Background: an optimization exercise with open tools, aiming at small area, a short achievable clock period and few clock cycles. Do not read the settings as production practice. RTL that was checked went through simulation tests only; none was proved equivalent to the original. Power is estimated from default activity; no workload was simulated.

==> flow/design.v <==
module weave_agen (
    input  wire         clk,
    input  wire         rst,
    input  wire         start,
    input  wire [511:0] prog,
    input  wire [15:0]  m_elems,
    output wire         busy,
    output reg          valid,
    input  wire         ready,
    output reg  [21:0]  idx,
    output reg          last
);
    reg  [6:0]  S;
    reg  [15:0] M;
    reg  [2:0]  act;            
    reg  [11:0] nrl [0:2];      
    reg  [15:0] R   [0:3];      
    reg  [3:0]  f;              
    reg         run;
    reg         mul;            
    reg  [2:0]  mcnt;
    reg  [21:0] Q;
    reg  [6:0]  sc;             
    reg         wr;             
    reg         fin;            
    reg  [15:0] pos;            
    reg  [11:0] cnt [0:2];      
    integer l;
    assign busy = run;
    wire [2:0] w;
    assign w[0] = act[0] && cnt[0] == 12'd1;
    assign w[1] = act[1] && cnt[1] == 12'd1;
    assign w[2] = act[2] && cnt[2] == 12'd1;
    wire [1:0] k = !w[0] ? 2'd0 : !w[1] ? 2'd1 : !w[2] ? 2'd2 : 2'd3;
    wire       known = (k == 2'd0) || f[k];
    wire [15:0] Rk = R[k];
    wire [15:0] psum = Rk + (known ? pos : ~pos) + {15'd0, !known};
    reg         flp;
    wire [5:0]  sm1 = S[5:0] - 6'd1;
    wire        mbit = sm1[mcnt];
    wire        step = run && !mul && !(valid && (!ready || last));
    wire        wrap = !valid || wr;        
    reg  [21:0] a, b;
    reg         cin;
    always @(*) begin
        if (mul) begin
            a = {Q[20:0], 1'b0};
            b = mbit ? {6'd0, M} : 22'd0;
            cin = 1'b0;
        end else if (wrap) begin
            a = Q;
            b = {6'd0, pos};
            cin = 1'b0;
        end else begin
            a = idx;
            b = flp ? ~{6'd0, M} : {6'd0, M};
            cin = flp;
        end
    end
    wire [21:0] sum = a + b + {21'd0, cin};
    wire pos_end = (pos == M - 16'd1);
    always @(posedge clk) begin
        if (rst) begin
            run   <= 1'b0;
            mul   <= 1'b0;
            valid <= 1'b0;
        end else if (!run) begin
            valid <= 1'b0;
            if (start) begin
                run  <= 1'b1;
                mul  <= prog[12];
            end
        end else begin
            if (valid && ready && last) begin
                valid <= 1'b0;
                run   <= 1'b0;
            end else if (step) begin
                valid <= 1'b1;
            end
            if (mul && mcnt == 3'd0)
                mul <= 1'b0;
        end
    end
    always @(posedge clk) begin
        if (!run) begin
            S    <= prog[30:24];
            flp  <= prog[12];
            M    <= m_elems;
            act  <= {prog[34], prog[34] | (prog[33] & prog[32]), prog[34] | prog[33]};
            for (l = 0; l < 3; l = l + 1) begin
                nrl[l] <= prog[64 + 64*l +: 12];
                cnt[l] <= prog[64 + 64*l +: 12];
            end
            for (l = 0; l < 4; l = l + 1)
                R[l] <= prog[96 + 64*l +: 16];
            f    <= 4'd0;
            pos  <= 16'd0;
            Q    <= 22'd0;
            mcnt <= 3'd5;
        end else if (mul) begin
            Q    <= sum;
            mcnt <= mcnt - 3'd1;
        end else if (step) begin
            idx <= sum;
            if (wrap) begin
                sc   <= S;
                wr   <= (S == 7'd1);
                fin  <= pos_end;
                last <= (S == 7'd1) && pos_end;
                pos <= known ? psum : Rk;
                for (l = 1; l < 4; l = l + 1)
                    if (!known && l == k) begin
                        R[l] <= psum;
                        f[l] <= 1'b1;
                    end
                for (l = 0; l < 3; l = l + 1)
                    if (l < k)
                        cnt[l] <= nrl[l];
                    else if (l == k)
                        cnt[l] <= cnt[l] - 12'd1;
            end else begin
                sc   <= sc - 7'd1;
                wr   <= (sc == 7'd2);
                last <= (sc == 7'd2) && fin;
            end
        end
    end
endmodule
make LEC_CHECK=0 CAP_MARGIN=20 CORE_MARGIN=2 CORE_UTILIZATION=40 SLEW_MARGIN=20 finish   # period 22.0 ns
run.sh (not shown) runs the stock make flow with config.mk's settings and CLKGATE_MAP_FILE= SYNTH_SCRIPT=/design/flow/synth_recipe.tcl, a recipe that flattens the netlist after the stock synthesis.
The baseline ran to the end with no violations.
Testbench counts at the start, summed over its fixed seeds: cycles 1,135,492.
Edit:
--- a/flow/design.v
+++ b/flow/design.v
@@ -18,4 +18,5 @@
     reg  [3:0]  f;              
     reg         run;
+    reg         bsy;            
     reg         mul;            
     reg  [2:0]  mcnt;
@@ -27,5 +28,5 @@
     reg  [11:0] cnt [0:2];      
     integer l;
-    assign busy = run;
+    assign busy = bsy;
     wire [2:0] w;
     assign w[0] = act[0] && cnt[0] == 12'd1;
@@ -37,6 +38,6 @@
     wire [15:0] psum = Rk + (known ? pos : ~pos) + {15'd0, !known};
     reg         flp;
-    wire [5:0]  sm1 = S[5:0] - 6'd1;
-    wire        mbit = sm1[mcnt];
+    wire        mbit = sc[6];
+    wire        mlast = (mcnt == 3'd0);
     wire        step = run && !mul && !(valid && (!ready || last));
     wire        wrap = !valid || wr;        
@@ -46,6 +47,11 @@
         if (mul) begin
             a = {Q[20:0], 1'b0};
-            b = mbit ? {6'd0, M} : 22'd0;
-            cin = 1'b0;
+            if (!mlast) begin
+                b = mbit ? {6'd0, M} : 22'd0;
+                cin = 1'b0;
+            end else begin
+                b = mbit ? 22'd0 : ~{6'd0, M};
+                cin = !mbit;
+            end
         end else if (wrap) begin
             a = Q;
@@ -78,7 +84,15 @@
                 valid <= 1'b1;
             end
-            if (mul && mcnt == 3'd0)
+            if (mul && mlast)
                 mul <= 1'b0;
         end
+    end
+    always @(posedge clk) begin
+        if (rst)
+            bsy <= 1'b0;
+        else if (!bsy)
+            bsy <= start;
+        else if (valid && ready && last)
+            bsy <= 1'b0;
     end
     always @(posedge clk) begin
@@ -97,8 +111,10 @@
             pos  <= 16'd0;
             Q    <= 22'd0;
-            mcnt <= 3'd5;
+            mcnt <= 3'd6;
+            sc   <= prog[30:24];
         end else if (mul) begin
             Q    <= sum;
             mcnt <= mcnt - 3'd1;
+            sc   <= {sc[5:0], 1'b0};
         end else if (step) begin
             idx <= sum;
Worst setup slack got worse by 0.30 ns. Core utilization is lower by 0.16 points. Total power is higher by a few percent. Area after synthesis is higher by a few percent. Clock-buffer cell count is lower by 1. Sequential cell count is higher by 1. Fmax is lower by a few percent. Global-route usage is higher by 0.36 points. Synthesized cell count is higher by a few percent. Combinational power is higher by a few percent. Via count is higher by a few percent. First-iteration DRC count is lower by roughly a tenth. Clock power is higher slightly. Wire length is higher by a few percent.
Function not checked in the second run of this note: the RTL went through the layout flow alone.


== run A ==
weave_agen, a different RTL version from the one above (not shown whole).
Size in the first run: about 1200 cells after synthesis, ~560 I/O pins, roughly 12000 um^2 of cells after synthesis.
==> module weave_agen, before the edit <==
module weave_agen (
    input  wire         clk,
    input  wire         rst,
    input  wire         start,
    input  wire [511:0] prog,
    input  wire [15:0]  m_elems,
    output wire         busy,
    output reg          valid,
    input  wire         ready,
    output reg  [21:0]  idx,
    output reg          last
);
    reg  [6:0]  S;
    reg  [15:0] M;              
    reg         flp;            
    reg  [2:0]  act;            
    reg  [11:0] nrl [0:2];      
    reg  [15:0] R   [0:2];      
    reg  [2:0]  f;              
    reg         bsy;            
    reg         run;            
    reg         ini;            
    reg         mul;            
    reg  [2:0]  mcnt;
    reg  [21:0] Q;
    reg  [6:0]  sc;             
    reg         wr;             
    reg         fin;            
    reg  [15:0] pos;            
    reg  [11:0] cnt [0:2];      
    reg         jgo;            
    reg  [1:0]  kp;             
    reg         vi;             
    integer l;
    assign busy = bsy;
    reg  [2:0] w;
    integer lw;
    always @(*) begin
        for (lw = 0; lw < 3; lw = lw + 1)
            if (jgo && lw < kp)
                w[lw] = 1'b0;
            else if (jgo && lw == kp)
                w[lw] = act[lw] && cnt[lw] == 12'd2;
            else
                w[lw] = act[lw] && cnt[lw] == 12'd1;
    end
    wire [1:0] k = !w[0] ? 2'd0 : !w[1] ? 2'd1 : !w[2] ? 2'd2 : 2'd3;
    reg         klast, known;
    reg  [15:0] Rk;
    always @(*) begin
        case (k)
            2'd0: begin klast = !act[0]; known = f[0]; Rk = R[0]; end
            2'd1: begin klast = !act[1]; known = f[1]; Rk = R[1]; end
            2'd2: begin klast = !act[2]; known = f[2]; Rk = R[2]; end
            default: begin klast = 1'b1; known = 1'b1; Rk = 16'd1; end
        endcase
        if (klast) begin
            known = 1'b1;
            Rk    = 16'd1;
        end
    end
    wire [15:0] psum = Rk + pos;
    wire        mbit = sc[6];
    wire        mlast = (mcnt == 3'd0);
    reg  [21:0] a, b;
    reg         cin;
    always @(*) begin
        if (ini) begin
            a = Q;
            b = ~{6'd0, M};
            cin = 1'b1;
        end else if (mul) begin
            a = {Q[20:0], 1'b0};
            if (!mlast) begin
                b = mbit ? {6'd0, M} : 22'd0;
                cin = mbit;
            end else begin
                b = mbit ? 22'd0 : ~{6'd0, M};
                cin = 1'b0;
            end
        end else if (wr) begin
            a = Q;
            b = {6'd0, pos};
            cin = 1'b0;
        end else begin
            a = idx;
            b = flp ? ~{6'd0, M} : {6'd0, M};
            cin = !flp;
        end
    end
    wire [21:0] sum = a + b + {21'd0, cin};
    wire pos_end = (pos == M);
    wire gl = wr ? (S == 7'd1) && pos_end : (sc == 7'd2) && fin;
    wire gen  = run && !ini && !mul;
    wire learn = gen && wr && !known;
    wire make = gen && !(wr && !known);
    wire fire = make && (!vi || ready);
    always @(posedge clk) begin
        if (rst) begin
            bsy <= 1'b0;
            run <= 1'b0;
            ini <= 1'b0;
            mul <= 1'b0;
        end else begin
            if (!bsy) begin
                if (start) begin
                    bsy <= 1'b1;
                    run <= 1'b1;
                    ini <= 1'b1;
                end
            end else if (vi && ready && last) begin
                bsy <= 1'b0;
            end
            if (fire && gl)
                run <= 1'b0;
            if (ini) begin
                ini <= 1'b0;
                mul <= flp;
            end
            if (mul && mlast)
                mul <= 1'b0;
        end
    end
    always @(posedge clk) begin
        if (rst)
            vi <= 1'b0;
        else if (!vi || ready)
            vi <= fire;
    end
    always @(posedge clk)
        valid <= !rst && (make || (vi && !ready));
    always @(posedge clk) begin
        if (!vi || ready) begin
            idx  <= sum;
            last <= gl;
        end
    end
    always @(posedge clk) begin
        if (!run) begin
            S    <= prog[30:24];
            flp  <= prog[12];
            M    <= m_elems;
            act  <= {prog[34], prog[34] | (prog[33] & prog[32]), prog[34] | prog[33]};
            for (l = 0; l < 3; l = l + 1)
                nrl[l] <= prog[64 + 64*l +: 12];
            for (l = 0; l < 3; l = l + 1)
                R[l] <= ~prog[96 + 64*l +: 16];
            f    <= 3'd0;
            pos  <= 16'd0;
            Q    <= 22'd0;
            mcnt <= 3'd6;
            wr   <= 1'b1;
        end else if (ini) begin
            M    <= ~sum[15:0];
            sc   <= S;
        end else if (mul) begin
            Q    <= sum;
            mcnt <= mcnt - 3'd1;
            sc   <= {sc[5:0], 1'b0};
        end else if (learn) begin
            for (l = 0; l < 3; l = l + 1)
                if (l == k) begin
                    R[l] <= ~psum;
                    f[l] <= 1'b1;
                end
        end else if (fire) begin
            if (wr) begin
                sc   <= S;
                wr   <= (S == 7'd1);
                fin  <= pos_end;
                pos <= psum;
            end else begin
                sc   <= sc - 7'd1;
                wr   <= (sc == 7'd2);
            end
        end
    end
    integer lc;
    always @(posedge clk) begin
        if (!run) begin
            jgo <= 1'b0;
        end else if (ini) begin
            for (lc = 0; lc < 3; lc = lc + 1)
                cnt[lc] <= nrl[lc];
            jgo <= 1'b0;
        end else begin
            if (jgo)
                for (lc = 0; lc < 3; lc = lc + 1)
                    if (lc < kp)
                        cnt[lc] <= nrl[lc];
                    else if (lc == kp)
                        cnt[lc] <= cnt[lc] - 12'd1;
            jgo <= fire && wr;
            if (fire && wr)
                kp <= k;
        end
    end
endmodule
Settings: LEC_CHECK=0, CAP_MARGIN=20, CORE_MARGIN=2, CORE_UTILIZATION=40, CTS_BUF_LIST=sky130_fd_sc_hd__clkbuf_16, CTS_CLUSTER_DIAMETER=100, CTS_CLUSTER_SIZE=25, SLEW_MARGIN=20; clock period 22.0 ns.
standard.sh (not shown) runs the stock make flow with config.mk's settings and CLKGATE_MAP_FILE= SYNTH_SCRIPT=/design/flow/synth_recipe.tcl, a recipe that flattens the netlist after the stock synthesis.
==> flow/flow/run.sh <==
#!/bin/bash
set -euo pipefail
export BUFFER_PORTS_ARGS="-buffer_cell sky130_fd_sc_hd__buf_1"
bash standard.sh > standard_flow.log 2>&1
Testbench counts of run A, summed over its fixed seeds: cycles 1,139,931.
Inputs modified between run A and run B:
--- a/flow/design.v
+++ b/flow/design.v
@@ -129,9 +129,9 @@
     end
     always @(posedge clk)
         valid <= !rst && (make || (vi && !ready));
     always @(posedge clk) begin
-        if (!vi || ready) begin
+        if (fire) begin
             idx  <= sum;
             last <= gl;
         end
     end
--- outcome ---
Count of clock buffers in the final design across run B and run A: no real change.
Taking run A as the reference, in run B number of cells in the design after placement higher, total nets after synthesis higher, part of the total power dissipated in the clock network higher, critical path depth lower.
ready as the origin of the worst setup path was reported by run B, and cnt[1][2]$_DFFE_PP_ by run A.
Proportion of final cell area spent on non-clock buffers across run B and run A: no real change.
[run B] overall power of the completed layout fell 2.8% relative to run A
Changes observed in run B relative to run A: clock group total power essentially unchanged, cell area lower, top achievable clock speed shows an increase of about 1.5%, global-route usage shows no meaningful change, count of plain and timing-repair buffers in the layout fell by about 0.66%.
Testbench counts of run B, summed over its fixed seeds: cycles 1,139,931.

## static timing again, ports no longer ideal
The flow's constraints put no driver on any port. The routed layouts listed below were extracted and timed again, unchanged, in two steps.
Step 1 sets driving cells, clkbuf_16 on the clock port and buf_2 on the other inputs (assumed; they add their load-dependent delay and slew).
Step 2 times the ports against the registers' clock, not the clock port: input delays grow and output delays shrink by t, the midpoint of the rising clock arrivals with the driver on.
Three values: ideal, step 1, step 2; two values: the first two.
run	t (ns)	setup WS [ns]	clock arrival spread, ns	cell pins on the clock port's net
the first run of note 1	0.595	15.573 / 15.522 / 15.123	0.020 / 0.020	1
the second run of note 1	0.619	15.271 / 15.300 / 14.682	0.020 / 0.019	1
run A	0.542	16.189 / 16.189 / 15.877	0.024 / 0.024	1
run B	0.536	16.273 / 16.300 / 15.764	0.029 / 0.028	1
After both steps setup and hold are still met in every run listed. For the second run of note 1, which loses most, drivers alone change the setup slack by +0.029 ns; drivers and shift together by -0.589 ns.
